This is an optimization exercise on Yosys and OpenROAD, whose aim is small area and a short achievable clock period, not a production implementation.
At most, simulation tests tie the RTL to the original design; equivalence was not proved.
Power is estimated from default activity; no workload was simulated.

## old
==> flow/design.v (excerpt) <==
module fmul36 (
    input  wire        clk,
    input  wire        rst,
    input  wire        in_valid,
    input  wire [35:0] a,
    input  wire [35:0] b,
    input  wire [2:0]  rm,
    input  wire        ftz,
    output reg         out_valid,
    output reg  [35:0] result,
    output reg         iv,
    output reg         of,
    output reg         uf,
    output reg         nx
);
    reg        v1;
    reg [35:0] a1;           
    reg [9:0]  b1;           
    reg        az1, bz1;     
    reg        ah1;          
    reg        bnz1, bq1;    
    reg [4:0]  bms1, btz1;   
    reg [2:0]  rm1;
    reg        ftz1;
    reg [13:0] bone1, btwo1;     
    reg [12:0] bneg1;
    function automatic [4:0] pos32(input [31:0] x, input hi);
        reg [15:0] v1; reg [15:0] p1;
        reg [7:0]  v2; reg [15:0] p2;
        reg [3:0]  v3; reg [11:0] p3;
        reg [1:0]  v4; reg [7:0]  p4;
        reg        u;
        integer k;
        begin
            for (k = 0; k < 16; k = k + 1) begin
                v1[k] = x[2*k+1] | x[2*k];
                u = hi ? x[2*k+1] : !x[2*k];
                p1[k] = u;
            end
            for (k = 0; k < 8; k = k + 1) begin
                v2[k] = v1[2*k+1] | v1[2*k];
                u = hi ? v1[2*k+1] : !v1[2*k];
                p2[2*k+:2] = u ? {1'b1, p1[2*k+1]} : {1'b0, p1[2*k]};
            end
            for (k = 0; k < 4; k = k + 1) begin
                v3[k] = v2[2*k+1] | v2[2*k];
                u = hi ? v2[2*k+1] : !v2[2*k];
                p3[3*k+:3] = u ? {1'b1, p2[4*k+2+:2]} : {1'b0, p2[4*k+:2]};
            end
            for (k = 0; k < 2; k = k + 1) begin
                v4[k] = v3[2*k+1] | v3[2*k];
                u = hi ? v3[2*k+1] : !v3[2*k];
                p4[4*k+:4] = u ? {1'b1, p3[6*k+3+:3]} : {1'b0, p3[6*k+:3]};
            end
            u = hi ? v4[1] : !v4[0];
            pos32 = u ? {1'b1, p4[7:4]} : {1'b0, p4[3:0]};
        end
  ...
For scale: about 3200 cells after synthesis.
clock: 16.5 ns
lec_check: 0
cap_margin: 20
core_margin: 2
core_utilization: 40
cts_cluster_diameter: 120
cts_cluster_size: 30
slew_margin: 60
synth_hierarchical: 1
synth_minimum_keep_size: 0
standard.sh (not shown) runs the stock make flow with config.mk's settings and CLKGATE_MAP_FILE= SYNTH_SCRIPT=/design/flow/synth_recipe.tcl, a recipe that flattens the netlist after the stock synthesis.
==> flow/flow/run.sh <==
#!/bin/bash
# The standard layout (bash standard.sh: the standard synthesis and ORFS
# from floorplan to finish), with every port buffered by buf_2 instead of
# the buffer buffer_ports picks by default.
set -euo pipefail
export BUFFER_PORTS_ARGS="-buffer_cell sky130_fd_sc_hd__buf_2"
bash standard.sh > standard.log 2>&1
old | stages: all done | timing, DRC, antenna: all pass
#### Input delta (new over old)
- swapping 30 for 24 in CTS_CLUSTER_SIZE
- swapping 120 for 100 in CTS_CLUSTER_DIAMETER
==> comparison <==
old and new ended up with roughly the same fill cell instance count of the final layout.
Per the comparison of new with old, number of nets in the layout comparable, via count comparable, number of design rule violations left after detail routing has remained practically unchanged, worst path setup slack after routing essentially unchanged, maximum frequency barely changed.
met2 layer usage reported by global route down 0.33 points in new wrt old
No run of this note included a check of the RTL's function; only the layout flow was run.

---

Another version of the RTL of fmul36 (not shown whole).
Size in the first run: ~410 flip-flops, ~32000 µm² of cells after synthesis.
clock: 16.5 ns
lec_check: 0
cap_margin: 20
core_margin: 2
core_utilization: 40
cts_cluster_diameter: 100
cts_cluster_size: 24
slew_margin: 45
synth_hierarchical: 1
synth_minimum_keep_size: 0
Scripts as last shown in full above: flow/flow/run.sh
Edit:
--- a/flow/config.mk
+++ b/flow/config.mk
@@ -13 +13 @@
-export SLEW_MARGIN = 45
+export SLEW_MARGIN = 60
=> Core utilization is higher by 0.21 points; register-to-register slack gets better by 150 ps; final area rises by 0.49%; area after synthesis is unchanged; clock power is lower by 4.6%; routed wire length came out higher by 0.71%; power barely changes; via count went up by 0.53%; critical path depth stays the same.

---

fmul36, a different RTL version from the one above (not shown whole).
For scale: roughly 410 flip-flops, roughly 120 I/O pins, ~32000 µm² of cells after synthesis.
==> flow/config.mk <==
export PLATFORM = sky130hd
export DESIGN_NAME = fmul36
export DESIGN_NICKNAME = fmul36
export VERILOG_FILES = /design/flow/design.v
export SDC_FILE = /design/flow/constraint.sdc
export NUM_CORES = 4
export LEC_CHECK = 0
export CAP_MARGIN = 20
export CORE_MARGIN = 2
export CORE_UTILIZATION = 40
export CTS_CLUSTER_DIAMETER = 100
export CTS_CLUSTER_SIZE = 24
export SLEW_MARGIN = 60
export SYNTH_HIERARCHICAL = 1
export SYNTH_MINIMUM_KEEP_SIZE = 0
==> flow/constraint.sdc <==
create_clock -name core_clock -period 16.5 [get_ports {clk}]
set_input_delay 3.3000 -clock core_clock [delete_from_list [all_inputs] [get_ports {clk}]]
set_output_delay 3.3000 -clock core_clock [all_outputs]
set_load 0.01 [all_outputs]
Scripts as last shown in full above: flow/flow/run.sh
Change:
CTS_CLUSTER_DIAMETER = default   (was 100)
CTS_CLUSTER_SIZE = default   (was 24)
Effect: Maximum frequency is about the same. Non-clock buffer count stays the same. Critical path depth stays the same. Flip-flop and latch count is unchanged. Utilization goes up by 0.87 points. Cell area grows by 2.0%. Worst setup slack is about the same. Cell count is higher by 1.0%.
No functional check of the RTL was part of any run of this note.

---

Another version of the RTL of fmul36 (not shown whole).
For scale: roughly 3500 cells after synthesis, ~120 I/O pins, about 34000 sq um of cells after synthesis.
Settings: LEC_CHECK=0, CAP_MARGIN=20, CORE_MARGIN=2, CORE_UTILIZATION=40, SLEW_MARGIN=20, SYNTH_HIERARCHICAL=1, SYNTH_MINIMUM_KEEP_SIZE=0; clock period 16.5 ns.
Scripts as last shown in full above: flow/flow/run.sh
Rerun with:
==> flow/run.sh (new file) <==
#!/bin/bash
# synth_recipe.tcl (not shown) runs the flow's synth.tcl, then flattens the netlist and writes it again
# the make line also repeats each setting of config.mk as NAME=value (left out here)
make -C /OpenROAD-flow-scripts/flow DESIGN_CONFIG=/design/flow/config.mk WORK_HOME=/design/flow/orfs CLKGATE_MAP_FILE= SYNTH_SCRIPT=/design/flow/synth_recipe.tcl finish
Settings changed: CTS_BUF_LIST from default to sky130_fd_sc_hd__clkbuf_4 sky130_fd_sc_hd__clkbuf_8.
removed: flow/flow/run.sh
removed: flow/standard.sh
After rerunning: The changed run completed without violations; via count rises slightly; critical path depth stays the same; clock-buffer cell count rises by 38; setup slack improves by 0.088 ns; area after synthesis stays the same; cell count rises slightly; clock skew rises by 0.017 ns; utilization rises by 0.79 points; routed wire length is about the same.
Function was not checked in any run of this note: the RTL went through the layout flow alone.

---

Setup of before:
Another version of the RTL of fmul36 (not shown whole).
For scale: ~370 flip-flops, about 120 I/O pins, ~33000 um^2 of cells after synthesis.
## fmul36
module fmul36 (
    input  wire        clk,
    input  wire        rst,
    input  wire        in_valid,
    input  wire [35:0] a,
    input  wire [35:0] b,
    input  wire [2:0]  rm,
    input  wire        ftz,
    output reg         out_valid,
    output reg  [35:0] result,
    output reg         iv,
    output reg         of,
    output reg         uf,
    output reg         nx
);
export LEC_CHECK = 0
export CAP_MARGIN = 60
export CORE_MARGIN = 2
export CORE_UTILIZATION = 40
export SLEW_MARGIN = 20
export SYNTH_HIERARCHICAL = 1
export SYNTH_MINIMUM_KEEP_SIZE = 0
create_clock -name core_clock -period 16.5 [get_ports {clk}]
==> flow/flow/run.sh <==
#!/bin/bash
# The standard layout (bash standard.sh: the standard synthesis and ORFS
# from floorplan to finish), with every port buffered by buf_2 instead of
# the buffer buffer_ports picks by default.
set -euo pipefail
export BUFFER_PORTS_ARGS="-buffer_cell sky130_fd_sc_hd__buf_2"
bash standard.sh > standard.log 2>&1
before went all the way through the flow, and no timing, DRC or antenna check failed.
[inputs] after vs before
-- flow/config.mk --
<<< before, line 7
export LEC_CHECK = 0
export CAP_MARGIN = 60
export CORE_MARGIN = 2
export CORE_UTILIZATION = 40
export SLEW_MARGIN = 20
export SYNTH_HIERARCHICAL = 1
>>> after, line 7
export LEC_CHECK = 0
export CAP_MARGIN = 20
export CORE_MARGIN = 2
export CORE_UTILIZATION = 40
export SLEW_MARGIN = 60
export SYNTH_HIERARCHICAL = 1
Diff before -> after: routed length per instance increased about 0.46%, post-synthesis to final-layout area growth decreased 1.3 points, wire length on met1 essentially unchanged, number of buffers outside the clock class in the layout decreased 34, final cell utilization of the core decreased 0.53 points. Going from before to after, setup slack after layout increased 0.071 ns; fraction of area in clock buffers and inverters essentially unchanged; number of inserted filler cells in the final layout increased 65; met1 routing resource usage after global routing decreased 0.42 points. Total power was lower in the run labelled after. Taking before as the reference point, the fraction of cell area in non-clock buffers of after falls by 1.5 points.
No run of this note included a check of the RTL's function; only the layout flow was run.

## re-timing with driven ports
No port has a modelled driver above. Below, the same layouts with a new extraction and two added sets of constraints. Step 1: set_driving_cell puts a clkbuf_16 on clk and a buf_2 on each other input, an assumption about the parent block. Step 2 moves the port delays by t, midway between the first and last clock arrival at a register: inputs arrive t later, outputs are due t later. That takes back most of the time a late clock gives input paths. Slacks: ideal ports / drivers / drivers and shift; pairs: ideal ports / drivers.
| run | t (ns) | setup WS [ns] | worst setup path at the end | worst slew at a driven data input, ns |
|---|---|---|---|---|
| old | 0.640 | 12.014 / 12.052 / 11.412 | input to register | 0.07 |
| new | 0.649 | 12.013 / 12.054 / 11.405 | input to register | 0.07 |
| the first run of note 2 | 0.649 | 12.147 / 12.086 / 12.171 | input to register | 0.05 |
| the second run of note 2 | 0.651 | 12.156 / 12.093 / 12.148 | input to register | 0.04 |
| the first run of note 3 | 0.668 | 12.124 / 12.070 / 12.187 | register to register | 0.09 |
| the second run of note 3 | 0.671 | 12.121 / 12.060 / 12.203 | register to register | 0.09 |
| the first run of note 4 | 0.665 | 11.445 / 11.445 / 11.445 | register to register | 0.05 |
| the second run of note 4 | 0.724 | 11.532 / 11.532 / 11.532 | register to register | 0.05 |
| before | 0.659 | 11.735 / 11.735 / 11.735 | register to register | 0.05 |
| after | 0.659 | 11.806 / 11.806 / 11.806 | register to register | 0.04 |
After both steps every run listed still meets setup and hold. For new, which loses most, drivers alone change the setup slack by +0.041 ns; drivers and shift together by -0.608 ns.
